This is an optimization exercise on Yosys and OpenROAD, whose aim is small area, a short achievable clock period and few clock cycles per item, not a production implementation.
No run shown here included a check of the RTL's function; only the layout flow was run.

==> flow/design.v, too long to show whole: its modules and the start of the top module <==
// module serac_cascade: 3133 lines
module serac_cascade (
    input  wire        clk,
    input  wire        rst,         
    input  wire        cfg_we,
    input  wire [5:0]  cfg_addr,    
    input  wire [31:0] cfg_data,
    input  wire        clr_state,   
    input  wire        in_valid,
    output wire        in_ready,
    input  wire [31:0] in_x,
    output reg         out_valid,
    output reg  [31:0] out_y
);
  // ...
==> flow/flow/run.sh <==
#!/bin/bash
set -euo pipefail
R=$PWD/orfs/results/sky130hd/serac_cascade/base
bash standard.sh synth > synth.log 2>&1
python3 flow/fa_polarity.py $R/1_2_yosys.v $R/1_2_yosys.pol.v > fa_polarity.log 2>&1
cp $R/1_2_yosys.v $R/1_2_yosys.std.v
mv $R/1_2_yosys.pol.v $R/1_2_yosys.v
rm -f $R/1_synth.odb $R/1_synth.sdc
bash standard.sh SETUP_SLACK_MARGIN=15 \
    "BUFFER_PORTS_ARGS=-buffer_cell sky130_fd_sc_hd__buf_4" \
    CTS_CLUSTER_SIZE=26 CTS_CLUSTER_DIAMETER=70 REMOVE_ABC_BUFFERS=1 \
    finish > standard_flow.log 2>&1
==> flow/flow/fa_polarity.py <==
#!/usr/bin/env python3
"""Remove inverters between full adders in a flat sky130 gate netlist.

A full adder satisfies FA(~a, ~b, ~c) = ~FA(a, b, c) on both outputs. Each
fa cell may therefore be "flipped": its inputs and its outputs complemented.
The pass strips the removable inverters (inv_* cells whose output is not a
port or an assign operand), chooses the flips by local search so that as few
inversions as possible remain, and puts back one inverter per net that still
needs its complement. Registers and every other cell are left as they are.

usage: fa_polarity.py in.v out.v
"""
import re
import sys
from collections import defaultdict

OUT_PINS = {"X", "Y", "Q", "Q_N", "SUM", "COUT", "HI", "LO"}

src = open(sys.argv[1]).read()
m = re.search(r"\bmodule\s+(\S+)\s*\((.*?)\);", src, re.S)
ports = set(p.strip().lstrip("\\") for p in m.group(2).split(","))

inst_re = re.compile(r"^(\s*)(sky130_fd_sc_hd__\w+)\s+(\S+)\s*\((.*?)\);\s*$", re.S | re.M)
pin_re = re.compile(r"\.(\w+)\(\s*(.*?)\s*\)\s*(?:,|$)", re.S)

cells = []          # [type, name, {pin: net}, span]
for mt in inst_re.finditer(src):
    pins = dict(pin_re.findall(mt.group(4)))
    cells.append([mt.group(2), mt.group(3), pins, mt.span()])

def base(n):
    n = n.strip()
    n = re.sub(r"\[\d+\]$", "", n)
    return n.lstrip("\\").strip()

assign_nets = set()
for am in re.finditer(r"^\s*assign\s+(.*?);", src, re.S | re.M):
    for tok in re.findall(r"\\?[A-Za-z_$][\w$.\[\]\\]*(?:\s*\[\d+\])?", am.group(1)):
        assign_nets.add(tok.strip())

def is_port(n):
    return base(n) in ports

drv = {}
for i, (t, name, pins, _) in enumerate(cells):
    for p, n in pins.items():
        if p in OUT_PINS:
            drv[n] = (i, p)

def is_inv(t):
    return re.match(r"sky130_fd_sc_hd__(inv|clkinv)_\d+$", t) is not None

removable = set()
for i, (t, name, pins, _) in enumerate(cells):
    if is_inv(t) and t.endswith("inv_1"):
        y = pins["Y"]
        if not is_port(y) and y not in assign_nets and not y.startswith("\\"):
            removable.add(i)

def logical(n):
    """(source net, parity) following removable inverters."""
    par = 0
    seen = 0
    while n in drv and drv[n][0] in removable:
        n = cells[drv[n][0]][2]["A"]
        par ^= 1
        seen += 1
        if seen > 100:
            break
    return n, par

isfa = [t.startswith("sky130_fd_sc_hd__fa_") for (t, _, _, _) in cells]
XSWAP = {"sky130_fd_sc_hd__xor2_1": "sky130_fd_sc_hd__xnor2_1",
         "sky130_fd_sc_hd__xnor2_1": "sky130_fd_sc_hd__xor2_1"}
isx = [t in XSWAP for (t, _, _, _) in cells]     # output polarity may flip

# loads: (cell index, pin, source net, parity)
loads = []
for i, (t, name, pins, _) in enumerate(cells):
    if i in removable:
        continue
    for p, n in pins.items():
        if p in OUT_PINS:
            continue
        if not n or n.startswith("1'"):
            continue
        s, par = logical(n)
        if par == 0 and s == n:
            continue       # not through a removable inverter: leave alone,
                           # unless the cell is an fa (it may flip)
        loads.append((i, p, s, par))
# fa input pins that are not behind an inverter still matter if the fa flips
for i, (t, name, pins, _) in enumerate(cells):
    if i in removable or not isfa[i]:
        continue
    for p in ("A", "B", "CIN"):
        n = pins[p]
        s, par = logical(n)
        if par == 0 and s == n:
            loads.append((i, p, s, 0))
# loads of fa outputs that are not behind an inverter
fa_out_nets = {}
for i, (t, name, pins, _) in enumerate(cells):
    if isfa[i]:
        for p in ("SUM", "COUT"):
            fa_out_nets[pins[p]] = i
    if isx[i]:
        fa_out_nets[pins["X" if "X" in pins else "Y"]] = i
have = set((l[0], l[1]) for l in loads)
for i, (t, name, pins, _) in enumerate(cells):
    if i in removable:
        continue
    for p, n in pins.items():
        if p in OUT_PINS or (i, p) in have:
            continue
        if n in fa_out_nets:
            loads.append((i, p, n, 0))
# ports / assigns driven by fa outputs can not change polarity: pin the fa
pinned = set()
for n, i in fa_out_nets.items():
    if is_port(n) or n in assign_nets:
        pinned.add(i)
# constants feeding fa inputs: the fa may still flip (use the other constant)

def src_fa(s):
    d = drv.get(s)
    if d and (isfa[d[0]] or isx[d[0]]):
        return d[0]
    return None

by_src = defaultdict(list)
for li, (i, p, s, par) in enumerate(loads):
    by_src[s].append(li)
cell_srcs = defaultdict(set)
for s, lis in by_src.items():
    g = src_fa(s)
    if g is not None:
        cell_srcs[g].add(s)
    for li in lis:
        i = loads[li][0]
        if isfa[i]:
            cell_srcs[i].add(s)

phi = [0] * len(cells)

def need(li):
    i, p, s, par = loads[li]
    r = par
    if isfa[i]:
        r ^= phi[i]
    g = src_fa(s)
    if g is not None:
        r ^= phi[g]
    return r

def cost_src(s):
    if s.startswith("1'"):
        return 0
    return 1 if any(need(li) for li in by_src[s]) else 0

def total():
    return sum(cost_src(s) for s in by_src)

import random
random.seed(1)
before = total()
flippable = [f for f in range(len(cells)) if (isfa[f] or isx[f]) and f not in pinned]
cur = before
best = cur
best_phi = list(phi)
T = 2.0
steps = 60 * len(flippable)
passes = 0
for it in range(steps):
    f = random.choice(flippable)
    ss = cell_srcs[f]
    c0 = sum(cost_src(x) for x in ss)
    phi[f] ^= 1
    c1 = sum(cost_src(x) for x in ss)
    d = c1 - c0
    if d <= 0 or random.random() < pow(2.718, -d / T):
        cur += d
        if cur < best:
            best = cur
            best_phi = list(phi)
    else:
        phi[f] ^= 1
    T = max(0.02, 2.0 * (1 - it / steps))
phi = best_phi
# final greedy cleanup
improved = True
while improved:
    improved = False
    passes += 1
    for f in flippable:
        ss = cell_srcs[f]
        c0 = sum(cost_src(x) for x in ss)
        phi[f] ^= 1
        c1 = sum(cost_src(x) for x in ss)
        if c1 < c0:
            improved = True
        else:
            phi[f] ^= 1
after = total()

# rebuild
newpins = {}
inv_for = {}
extra = []
k = 0
for li, (i, p, s, par) in enumerate(loads):
    r = need(li)
    if r == 0:
        newpins[(i, p)] = s
    else:
        if s.startswith("1'"):
            newpins[(i, p)] = "1'h1" if s.endswith("0") else "1'h0"
            continue
        if s not in inv_for:
            k += 1
            nn = "_fapol_%d_" % k
            inv_for[s] = nn
            extra.append((s, nn))
        newpins[(i, p)] = inv_for[s]

out = []
pos = 0
for i, (t, name, pins, span) in enumerate(cells):
    out.append(src[pos:span[0]])
    pos = span[1]
    if i in removable:
        continue
    ren = {}
    if isx[i] and phi[i]:
        t = XSWAP[t]
        ren = {"X": "Y", "Y": "X"}
    body = []
    for p, n in pins.items():
        p = ren.get(p, p) if p in ("X", "Y") else p
        body.append("    .%s(%s )" % (p, newpins.get((i, ren.get(p, p) if ren else p), n)))
    out.append("  %s %s (\n%s\n  );" % (t, name, ",\n".join(body)))
rest = src[pos:]
decl = "".join("  wire %s;\n" % nn for (_, nn) in extra)
insts = "".join("  sky130_fd_sc_hd__inv_1 _fapol_inv_%d_ (\n    .A(%s ),\n    .Y(%s )\n  );\n"
                % (j + 1, s, nn) for j, (s, nn) in enumerate(extra))
rest = rest.replace("endmodule", insts + "endmodule", 1)
text = "".join(out) + rest
# declare new wires after the module header
text = re.sub(r"(\bmodule\s+\S+\s*\(.*?\);\n)", lambda mm: mm.group(1) + decl, text, count=1, flags=re.S)
open(sys.argv[2], "w").write(text)
nflip = sum(phi)
sys.stderr.write("fa_polarity: %d removable inverters, %d -> %d needed, %d fa flipped, %d passes\n"
                 % (len(removable), before, after, nflip, passes))
==> flow/standard.sh <==
#!/bin/bash
# synth_recipe.tcl (not shown) runs the flow's synth.tcl, then flattens the netlist and writes it again
# the make line also repeats each setting of config.mk as NAME=value (left out here)
make -C /OpenROAD-flow-scripts/flow DESIGN_CONFIG=/design/flow/config.mk WORK_HOME=/design/flow/orfs CLKGATE_MAP_FILE= SYNTH_SCRIPT=/design/flow/synth_recipe.tcl "${@:-finish}"
==> flow/config.mk <==
export PLATFORM = sky130hd
export DESIGN_NAME = serac_cascade
export DESIGN_NICKNAME = serac_cascade
export VERILOG_FILES = /design/flow/design.v
export SDC_FILE = /design/flow/constraint.sdc
export NUM_CORES = 8
export LEC_CHECK = 0
export CAP_MARGIN = 20
export CORE_MARGIN = 2
export CORE_UTILIZATION = 40
export PLACE_DENSITY = 0.6
export SETUP_SLACK_MARGIN = 0.5
export SLEW_MARGIN = 20
==> flow/constraint.sdc <==
create_clock -name core_clock -period 20.0 [get_ports {clk}]
set_input_delay 4.0000 -clock core_clock [delete_from_list [all_inputs] [get_ports {clk}]]
set_output_delay 4.0000 -clock core_clock [all_outputs]
set_load 0.01 [all_outputs]
==> out/qor.yml, run 1 <==
detailed_routing:
  dr_wl_met3_mm: 139
  m1WireLength_mm: 346
  dr_wl_met2_mm: 400
  wire_per_inst_microns: 36.8
worst_setup_path:
  worstSetupStartpoint: "in_ready_o$_SDFF_PP1_"
  worstPathArrival_ns: 1.64
  crit_cells: 1
  cp-start-kind: "flop"
  rrSetupSlack_ns: 14.55
  rr_endpoint: "xd_A[5]$_DFF_P_"
clock_network:
  cts_resized: 865
  cts.htree.levels: 4
  cts_root_buffer: "clkbuf_16"
logic_synthesis:
  synth_warnings: 1
  synth_area_per_cell_sq_um: 11.7
layout:
  stdcell_count: 26300
  nFlopsAndLatches: 3172
  largest_class: "multi-input combinational cells"
  top_register: "s1r"
  sh_seq_area_pct: 34.0
  nMultiInputCombCells: 13500
  clockNetworkAreaShare_pct: 3.54
  bufAreaShareNonClock_pct: 4.04
placement:
  dpl_worst_slack_ns: 12.12
sta:
  worst_slew_pin_slew_ns: 1.23
global_route:
  grt_overflow_total: 0
status:
  outcome: "timing/DRC/antenna clean"
die:
  io_pins: 109
==> inputs of run 2 (changes only) <==
--- a/flow/design.v
+++ b/flow/design.v
@@ -19,17 +19,17 @@
         reg h, m, l;
         begin
             for (j = 0; j < 16; j = j + 1) begin
                 h = x[2*j+1];
                 m = x[2*j];
                 l = (j == 0) ? 1'b0 : x[2*j-1];
                 booth[3*j]   = m ^ l;
                 booth[3*j+1] = (h & ~m & ~l) | (~h & m & l);
-                booth[3*j+2] = h & ~(m & l);       
+                booth[3*j+2] = h;
             end
         end
     endfunction
     function [32:0] pprow(input [2:0] d, input [31:0] m);
         pprow = (({33{d[0]}} & {m[31], m}) | ({33{d[1]}} & {m, 1'b0})) ^ {33{d[2]}};
     endfunction
     function [127:0] ks2(input [63:0] a, input [63:0] b);
         reg [63:0] g, p, g2, p2;
==> flow/flow/run.sh (replaced) <==
#!/bin/bash
set -euo pipefail
R=$PWD/orfs/results/sky130hd/serac_cascade/base
bash standard.sh synth > synth.log 2>&1
python3 flow/fa_polarity.py $R/1_2_yosys.v $R/1_2_yosys.pol.v > fa_polarity.log 2>&1
cp $R/1_2_yosys.v $R/1_2_yosys.std.v
mv $R/1_2_yosys.pol.v $R/1_2_yosys.v
rm -f $R/1_synth.odb $R/1_synth.sdc
bash standard.sh SETUP_SLACK_MARGIN=15 \
    "BUFFER_PORTS_ARGS=-buffer_cell sky130_fd_sc_hd__buf_4" \
    CTS_CLUSTER_SIZE=26 CTS_CLUSTER_DIAMETER=70 GPL_TIMING_DRIVEN=1 \
    finish > standard_flow.log 2>&1
==> run 2 against run 1 <==
Against the previous run:
- critical path type unchanged
- largest cell class unchanged
- cell area fell by 2.2%
- sequential share of layout area rose by 0.75 points
- first-iteration DRC count decreased by 4.8%
==> out/qor.yml, run 2 <==
layout:
  postLayoutCoreUtil_pct: 44.4  # was 44.9%
  final_common_cell: "a22oi_1"  # unchanged
  fin_nets: 21100  # was 21600
  stdcell_count: 25600  # was 26300
  layout_common_cells: "a22oi_1, fa_1, edfxtp_1"  # unchanged
  largest_register_ffs: 376  # unchanged
  drive_above_1_share_pct: 11.8  # was 12.8%
  syn_to_final_growth_pct: 10.4  # was 11.9%
  fin_area_sq_mm: 0.244  # was 0.250 sq mm
  top_regs: "s1r: 376 flops, s2r: 368 flops"  # unchanged
  top_register: "s1r"  # unchanged
clock_network:
  path_clk_slew_ns: 0.09  # about the same
  cts.htree.levels: 4  # unchanged
  clk_latency_ns: 1.07  # was 1.06 ns
  cts_tree: "done"  # unchanged
  cts_root_buffer: "clkbuf_16"  # unchanged
  ctsLongestPathBuffers: 4  # unchanged
  cts-buffers-inserted: 204  # was 236
  clock_sinks: 3172  # unchanged
hold_path:
  hp-class: "flop to flop"  # unchanged
die:
  initial_utilization_pct: 40.2  # was 40.1%
  fp.dieH_microns: 747  # was 751 microns
  io_pins: 109  # unchanged
  dieWidth_microns: 747  # was 751 microns
  core_area_sq_mm: 0.549  # was 0.556 sq mm
  rows: 272  # was 274
  die_area_sq_mm: 0.558  # was 0.564 sq mm
placement:
  gp_congestion: 0.994  # was 0.999
  dpl_worst_slack_ns: 12.50  # was 12.12 ns
  detailed_place_hpwl_mm: 599  # was 620 mm
  portBuffers: 108  # unchanged
  dp_cells: 24900  # was 25400
  place_area_sq_mm: 0.230  # was 0.232 sq mm
sta:
  setup_slack_ns: 14.41  # was 14.36 ns
  worst_slew_pin_slew_ns: 1.42  # was 1.23 ns
  max_freq_mhz: 179  # was 177 MHz
  rsz0062_at_grt: "yes"  # unchanged
  setup_viol: 0  # unchanged
  hold_violations: 0  # unchanged
  fin_crit_sh_pct: 27.9  # was 28.2%
  setup-tns-final_ns: 0  # unchanged
  slew_headroom_pct: 4.60  # was 17.9%
  hold_ws_ns: 0.336  # was 0.335 ns
  fin_crit_ns: 5.59  # was 5.64 ns
  finClkSkew_ns: 0.140  # was 0.108 ns
  slew_viol_final: 0  # unchanged
global_route:
  grt_pass1_wl_mm: 1300  # was 1350 mm
  grt_start_max_net_pins: 75  # was 73
  track_usage_pct: 32.1  # was 33.4%
  grt_pass1_vias: 170000  # was 175000
  grt_overflow_total: 0  # unchanged
  antenna_found_initial: 73  # was 78
detailed_routing:
  wire_per_inst_microns: 36.0  # was 36.8 microns
  drtIter0Drc: 24000  # was 25200
  drc: 0  # unchanged
  wl_mm: 923  # was 968 mm
  vias: 168000  # was 173000
  vias_per_cell: 6.56  # was 6.57
  drtAntennaViolNets: 0  # unchanged
  drt_pre_antenna_iters: 10  # was 12
logic_synthesis:
  synth_warnings: 1  # unchanged
  synth_area_per_cell_sq_um: 11.8  # was 11.7 sq um
  netlist_area_sq_mm: 0.221  # was 0.223 sq mm
  syn_inst: 18800  # was 19100
worst_setup_path:
  crit_required_ns: 16.00  # about the same
  critPathMaxFanout: 1  # unchanged
  critical_path_buf_inv_count: 1  # unchanged
  path_class: "flop to primary output"  # unchanged
  crit_chain: "buf_6"  # was buf_8
  worstPathArrival_ns: 1.59  # was 1.64 ns
  crit_path_max_incr_delay_ns: 0.43  # was 0.44 ns
  end_kind: "primary output"  # unchanged
  slowest_stage: "dfxtp_4"  # unchanged
  crit_family: "flip-flops"  # unchanged
  cp-start-kind: "flop"  # unchanged
flow_run:
  maxCapViolCount: 0  # unchanged
status:
  outcome: "timing/DRC/antenna clean"  # unchanged
## run 2: worst paths after layout
path,startpoint,end,slack (ns),cells past startpoint
max,out_valid$_SDFF_PP0_,out_valid,14.41,1
min,secC[1]$_DFF_P_,secD[1]$_DFF_P_,0.34,0
max reg2reg,p0_B[19]$_DFF_P_,xd_A[34]$_DFF_P_,14.68,17
min reg2reg,secC[1]$_DFF_P_,secD[1]$_DFF_P_,0.34,0
## run 2: final cells by class
class | count | area (sq um)
diodes | 62 | 155
clock buffers | 253 | 5420
clock inverters | 126 | 1940
fillers | 50300 | 305000
inverters | 615 | 2360
multi-input cells | 13200 | 132000
flip-flops and latches | 3172 | 84800
well taps | 7261 | 9080
repair buffers | 949 | 8530
## run 2: metal layers
| layer | up-vias | wire, microns | GRT usage, % |
|---|---|---|---|
| li1 | 65700 | - | - |
| met1 | 85500 | 332000 | 40.0 |
| met2 | 13200 | 393000 | 47.8 |
| met3 | 3509 | 125000 | 11.5 |
| met4 | 36 | 71200 | 19.6 |
| met5 | - | 847 | 0.229 |
## run 2: timing repair
item,CTS,global route
gates resized for setup,589,372
setup buffers,128,69
setup endpoints to repair,920,679
gates cloned,16,5
pin swaps,86,118
hold buffers,0,0

==> afterwards: timing with drivers on the ports <==
In the flow no input, the clock included, has a driving cell. The finished layouts below were timed again as built, in two steps.
Step 1 assumes that a clkbuf_16 drives the clock port and a buf_2 every other input.
Step 2 also shifts input and output timing later by t, the mid clock arrival at the registers, as if the neighbouring blocks saw the same clock.
Three values: ideal, step 1, step 2; two values: the first two.
| run | shift t [ns] | setup WS [ns] | worst register clock-pin slew, ns | pins driven straight from the clock port |
|---|---|---|---|---|
| run 1 | 1.123 | 14.364 / 14.244 / 13.469 | 0.11 / 0.11 | 1 |
| run 2 | 1.111 | 14.410 / 14.296 / 13.564 | 0.11 / 0.11 | 1 |
After both steps setup and hold are still met in every run listed. The setup slack of run 1, which loses most, moves by -0.120 ns with the drivers and by -0.895 ns with both steps.
